This is an optimization exercise on Yosys and OpenROAD, whose aim is small area, a short achievable clock period and few clock cycles per item, not a production implementation. Function was checked by simulation only, so behaviour that the tests miss may differ from the original. Power is estimated from default activity; no workload was simulated.

Design rs144_dec, start of the top module:
module rs144_dec (
  input  wire        clk,
  input  wire        rst,
  input  wire        in_valid,
  output wire        in_ready,
  input  wire [7:0]  in_data,
  output wire        out_valid,
  input  wire        out_ready,
  output wire        out_fail,
  output wire [2:0]  out_nerr,
  output wire [31:0] out_pos,
  output wire [31:0] out_val
);
  function automatic [7:0] gf_mul(input [7:0] a, input [7:0] b);
    integer i;
    reg [7:0] p, aa;
    begin
      p  = 8'h00;
      aa = a;
      for (i = 0; i < 8; i = i + 1) begin
        if (b[i]) p = p ^ aa;
        aa = {aa[6:0], 1'b0} ^ (aa[7] ? 8'h1D : 8'h00);
      end
      gf_mul = p;
    end
  endfunction
  function automatic [7:0] to_tower(input [7:0] a);
    begin
      to_tower = ({8{a[0]}} & 8'h01) ^ ({8{a[1]}} & 8'h2b) ^ ({8{a[2]}} & 8'h40) ^
                 ({8{a[3]}} & 8'h21) ^ ({8{a[4]}} & 8'h32) ^ ({8{a[5]}} & 8'hc1) ^
                 ({8{a[6]}} & 8'h48) ^ ({8{a[7]}} & 8'h16);
    end
  endfunction
  function automatic [7:0] from_tower(input [7:0] a);
    begin
  ...
Size: ~2500 cells after synthesis, ~460 flip-flops, about 82 I/O pins, roughly 23000 um2 of cells after synthesis.
Settings: LEC_CHECK=0, CAP_MARGIN=20, CORE_MARGIN=2, CORE_UTILIZATION=60, CTS_CLUSTER_DIAMETER=80, CTS_CLUSTER_SIZE=18, PLACE_DENSITY=0.7, SLEW_MARGIN=20; clock period 10.0 ns.
standard.sh (not shown) runs the stock make flow with config.mk's settings and CLKGATE_MAP_FILE= SYNTH_SCRIPT=/design/flow/synth_recipe.tcl, a recipe that flattens the netlist after the stock synthesis.
==> flow/flow/run.sh <==
#!/bin/bash
# Standard layout, with timing repair aimed below the design's period.
set -euo pipefail
bash standard.sh SETUP_SLACK_MARGIN=6.9 finish > flow_make.log 2>&1
Testbench counts at the start, summed over its fixed seeds: cycles 116,685, items 800.
Edit:
==> flow/flow/run.sh (replaced) <==
#!/bin/bash
# Standard layout, with timing repair aimed below the design's period.
set -euo pipefail
bash standard.sh SETUP_SLACK_MARGIN=6.95 finish > flow_make.log 2>&1
Settings changed: CTS_CLUSTER_SIZE 18 to 16.
Effect: Worst setup slack gains 0.032 ns. First-iteration DRC count went up by 20%. Via count went up by 0.71%. Sequential power stays flat. Clock power went up by 19%. Design area went up by 2.6%. Maximum frequency went up by 1.1%. Power went up by 4.0%. Combinational power went up by about 3%. Final cell count went up by 0.85%. Synthesized cell count stays the same.
Edit:
==> flow/flow/run.sh (replaced) <==
#!/bin/bash
# Standard layout, with timing repair aimed below the design's period.
set -euo pipefail
bash standard.sh SETUP_SLACK_MARGIN=6.9 finish > flow_make.log 2>&1
Settings changed: GPL_TIMING_DRIVEN set to 0.
After rerunning:
- flip-flop and latch count does not change
- worst setup slack got worse by 0.029 ns
- combinational power rose by about 2%
- design area barely changes
- count of clock-buffer cells in the layout came out lower by 3
- total power went down by about 1.3%
- routed wire length rose by 4.4%
- via count goes up by about 2.4%
- clock skew increases by 0.0063 ns

---

Another version of the RTL of rs144_dec (not shown whole).
For scale: about 480 flip-flops, ~82 I/O pins, roughly 24000 um2 of cells after synthesis.
==> flow/design.v (excerpt) <==
module rs144_dec (
  input  wire        clk,
  input  wire        rst,
  input  wire        in_valid,
  output wire        in_ready,
  input  wire [7:0]  in_data,
  output wire        out_valid,
  input  wire        out_ready,
  output wire        out_fail,
  output wire [2:0]  out_nerr,
  output wire [31:0] out_pos,
  output wire [31:0] out_val
);
Settings: LEC_CHECK=0, CAP_MARGIN=20, CORE_MARGIN=2, CORE_UTILIZATION=60, PLACE_DENSITY=0.7, SLEW_MARGIN=20; clock period 10.0 ns.
==> flow/flow/run.sh <==
#!/bin/bash
# Standard layout, with timing repair aimed below the design's period.
set -euo pipefail
bash standard.sh SETUP_SLACK_MARGIN=7.0 finish > flow_make.log 2>&1
The baseline completed with no timing, DRC or antenna violations.
Testbench counts at the start, summed over its fixed seeds: cycles 117,456, items 800.
Change:
==> flow/flow/run.sh (replaced) <==
#!/bin/bash
# Standard layout, with timing repair aimed below the design's period.
set -euo pipefail
bash standard.sh SETUP_SLACK_MARGIN=7.5 finish > flow_make.log 2>&1
CORE_UTILIZATION = 30   (was 60)
PLACE_DENSITY = 0.45   (was 0.7)
After rerunning: The changed run finished with timing, DRC and antenna clean. Global-route usage went down by 11 points. Hold slack hardly moves. Routed wire length goes up by about a fifth. Cell area goes up by roughly a tenth.
Change:
==> flow/flow/run.sh (replaced) <==
#!/bin/bash
# Standard layout, with timing repair aimed below the design's period.
set -euo pipefail
bash standard.sh SETUP_SLACK_MARGIN=6.5 finish > flow_make.log 2>&1
Effect: Via count decreases by 5.9%. Clock skew grows by 28 ps. Total power came out lower by 3.2%. Maximum frequency goes down by 6.0%. Global-route usage fell by 1.3 points. Synthesized cell count stays the same. Cell area drops by 11%.
Change:
==> flow/flow/run.sh (replaced) <==
#!/bin/bash
# Standard layout, with timing repair aimed below the design's period.
set -euo pipefail
bash standard.sh SETUP_SLACK_MARGIN=7.0 finish > flow_make.log 2>&1
CORE_UTILIZATION = 60   (was 30)
CTS_CLUSTER_DIAMETER = 100   (was not set)
CTS_CLUSTER_SIZE = 30   (was not set)
PLACE_DENSITY = 0.7   (was 0.45)
Global-route usage grows by 12 points. Combinational power came out higher by about 13%. Routed wire length came out lower by about 6%. Maximum frequency rises by about 5.5%. Clock power falls by 50%.

---

rs144_dec with an RTL version that a note above also has.
Size: about 3,000 cells after synthesis, ~460 flip-flops, roughly 82 I/O pins, ~24,000 sq um of cells after synthesis.
==> flow/config.mk <==
export PLATFORM = sky130hd
export DESIGN_NAME = rs144_dec
export DESIGN_NICKNAME = rs144_dec
export VERILOG_FILES = /design/flow/design.v
export SDC_FILE = /design/flow/constraint.sdc
export NUM_CORES = 4
export LEC_CHECK = 0
export ABC_AREA = 1
export CAP_MARGIN = 20
export CORE_MARGIN = 2
export CORE_UTILIZATION = 60
export CTS_CLUSTER_DIAMETER = 100
export CTS_CLUSTER_SIZE = 20
export PLACE_DENSITY = 0.7
export SLEW_MARGIN = 20
==> flow/constraint.sdc <==
create_clock -name core_clock -period 10.0 [get_ports {clk}]
set_input_delay 2.0000 -clock core_clock [delete_from_list [all_inputs] [get_ports {clk}]]
set_output_delay 2.0000 -clock core_clock [all_outputs]
set_load 0.01 [all_outputs]
==> flow/flow/run.sh <==
#!/bin/bash
# Standard layout, with timing repair aimed below the design's period.
set -euo pipefail
bash standard.sh SETUP_SLACK_MARGIN=6.9 finish > flow_make.log 2>&1
Testbench counts at the start, summed over its fixed seeds: cycles 116,685, items 800.
Change:
Settings changed: ABC_AREA 1 to not set, CTS_CLUSTER_SIZE 20 to 24, PLACE_DENSITY 0.7 to 0.8.
- clock skew grows by 30 ps
- total power drops by 7.0%
- clock power goes down by about 8%
Change:
Settings changed: CTS_CLUSTER_SIZE 24 to 20, PLACE_DENSITY 0.8 to 0.7, TNS_END_PERCENT set to 0.
Final cell count shrinks slightly.
Clock skew goes down by 17 ps.
Die area stays the same.
Combinational power is lower by a few percent.
Global-route usage came out higher by 0.27 points.
Synthesized cell count stays the same.
Hold slack is better by 8.3 ps.
Change:
Settings changed: CORE_UTILIZATION 60 to 55, CTS_CLUSTER_DIAMETER 100 to 80, CTS_CLUSTER_SIZE 20 to 16, PLACE_DENSITY 0.7 to 0.65, TNS_END_PERCENT 0 to not set.
The changed run finished clean.
Via count decreases by 0.42%.
Area after synthesis does not change.
Routed wire length increases by 2.2%.
Setup slack improved by 140 ps.
Global-route usage decreases by 1.6 points.
Register-to-register slack improved by 190 ps.
Count of clock-buffer cells in the layout increases by 10.
Final cell count increases by 1.6%.
Design area increases by 2.0%.
Change:
==> flow/flow/run.sh (replaced) <==
#!/bin/bash
# Standard layout, with timing repair aimed below the design's period.
set -euo pipefail
bash standard.sh SETUP_SLACK_MARGIN=6.95 finish > flow_make.log 2>&1
Settings changed: CORE_UTILIZATION 55 to 65, PLACE_DENSITY 0.65 to 0.75.
=> Worst setup slack is better by 15 ps; power stays flat; combinational power increases by about 0.8%; hold slack is better by 13 ps; final area increases by 0.57%; synthesized cell count does not change.

---

Starting RTL as in the previous note.
Settings: LEC_CHECK=0, CAP_MARGIN=20, CORE_MARGIN=2, CORE_UTILIZATION=60, CTS_CLUSTER_DIAMETER=80, CTS_CLUSTER_SIZE=16, PLACE_DENSITY=0.7, SLEW_MARGIN=20; clock period 10.0 ns.
==> flow/flow/run.sh <==
#!/bin/bash
# Standard layout, with timing repair aimed below the design's period.
set -euo pipefail
bash standard.sh SETUP_SLACK_MARGIN=6.9 finish > flow_make.log 2>&1
Testbench counts at the start, summed over its fixed seeds: cycles 116,685, items 800.
==> next run, changes <==
CORE_UTILIZATION = 65   (was 60)
CTS_CLUSTER_DIAMETER = 100   (was 80)
CTS_CLUSTER_SIZE = 20   (was 16)
PLACE_DENSITY = 0.75   (was 0.7)
What happened: The new run finished with timing, DRC and antenna clean. Setup slack got worse by 0.0093 ns. Via count rose by 0.80%. Fmax decreases by 0.30%. Final cell count shrinks by 2.0%.
==> next run, changes <==
CORE_UTILIZATION = 60   (was 65)
CTS_CLUSTER_DIAMETER = 80   (was 100)
CTS_CLUSTER_SIZE = 16   (was 20)
GPL_ROUTABILITY_DRIVEN = 0   (was unset)
PLACE_DENSITY = 0.7   (was 0.75)
- via count went down slightly
- combinational power went down slightly
- clock power went up by about a fifth
- wire length went up by a few percent
- cell area went up slightly
- maximum frequency went up slightly
- power went up slightly
- register-to-register slack gets better by 0.05 ns
- sequential share of layout area went down by 0.45 points
==> next run, changes <==
==> flow/flow/run.sh (replaced) <==
#!/bin/bash
# Standard layout, with timing repair aimed below the design's period.
set -euo pipefail
bash standard.sh SETUP_SLACK_MARGIN=6.8 finish > flow_make.log 2>&1
CTS_CLUSTER_DIAMETER = 100   (was 80)
CTS_CLUSTER_SIZE = 20   (was 16)
GPL_ROUTABILITY_DRIVEN = unset   (was 0)
The new run produced a clean layout.
Worst hold slack is about the same.
Die area is unchanged.
Utilization went down by 0.61 points.
Total power went down by about 1.8%.
Cell count went down by 0.81%.
Clock-buffer cell count went down by 11.

==> port drivers added, routing unchanged <==
Ports are ideal in the flow. The routed layouts listed here were re-timed in OpenROAD. Step 1, drivers: a clkbuf_16 drives clk and a buf_2 each remaining input, both assumed. Step 2, shift: input delay + t, output delay - t, t = (earliest + latest rising clock arrival at the registers) / 2. This alone moves slack from input paths to output paths. a / b / c = no drivers / after step 1 / after step 2; a / b = the first two.
run	t (ns)	setup slack, ns	worst setup path at the end	pins driven straight from the clock port
the first run of note 1	0.619	6.939 / 6.883 / 6.409	input to register	1
the second run of note 1	0.601	6.971 / 6.918 / 6.451	input to register	1
the third run of note 1	0.613	6.942 / 6.888 / 6.415	input to register	1
the first run of note 2	0.647	6.790 / 6.736 / 6.473	input to register	1
the second run of note 2	0.666	6.780 / 6.721 / 6.745	input to register	1
the third run of note 2	0.672	6.576 / 6.558 / 5.945	input to register	1
the fourth run of note 2	0.616	6.756 / 6.703 / 6.455	input to register	1
the first run of note 3	0.629	6.933 / 6.876 / 6.391	input to register	1
the second run of note 3	0.617	6.926 / 6.872 / 6.372	input to register	1
the third run of note 3	0.636	6.818 / 6.764 / 6.304	input to register	1
the fourth run of note 3	0.604	6.953 / 6.894 / 6.407	input to register	1
the fifth run of note 3	0.581	6.968 / 6.912 / 6.459	input to register	1
the first run of note 4	0.605	6.954 / 6.899 / 6.515	input to register	1
the second run of note 4	0.615	6.944 / 6.889 / 6.480	input to register	1
the third run of note 4	0.605	6.954 / 6.899 / 6.515	input to register	1
the fourth run of note 4	0.614	6.844 / 6.790 / 6.303	input to register	1
After both steps every run listed still meets setup and hold. The setup slack of the third run of note 2, which loses most, moves by -0.018 ns with the drivers and by -0.631 ns with both steps.
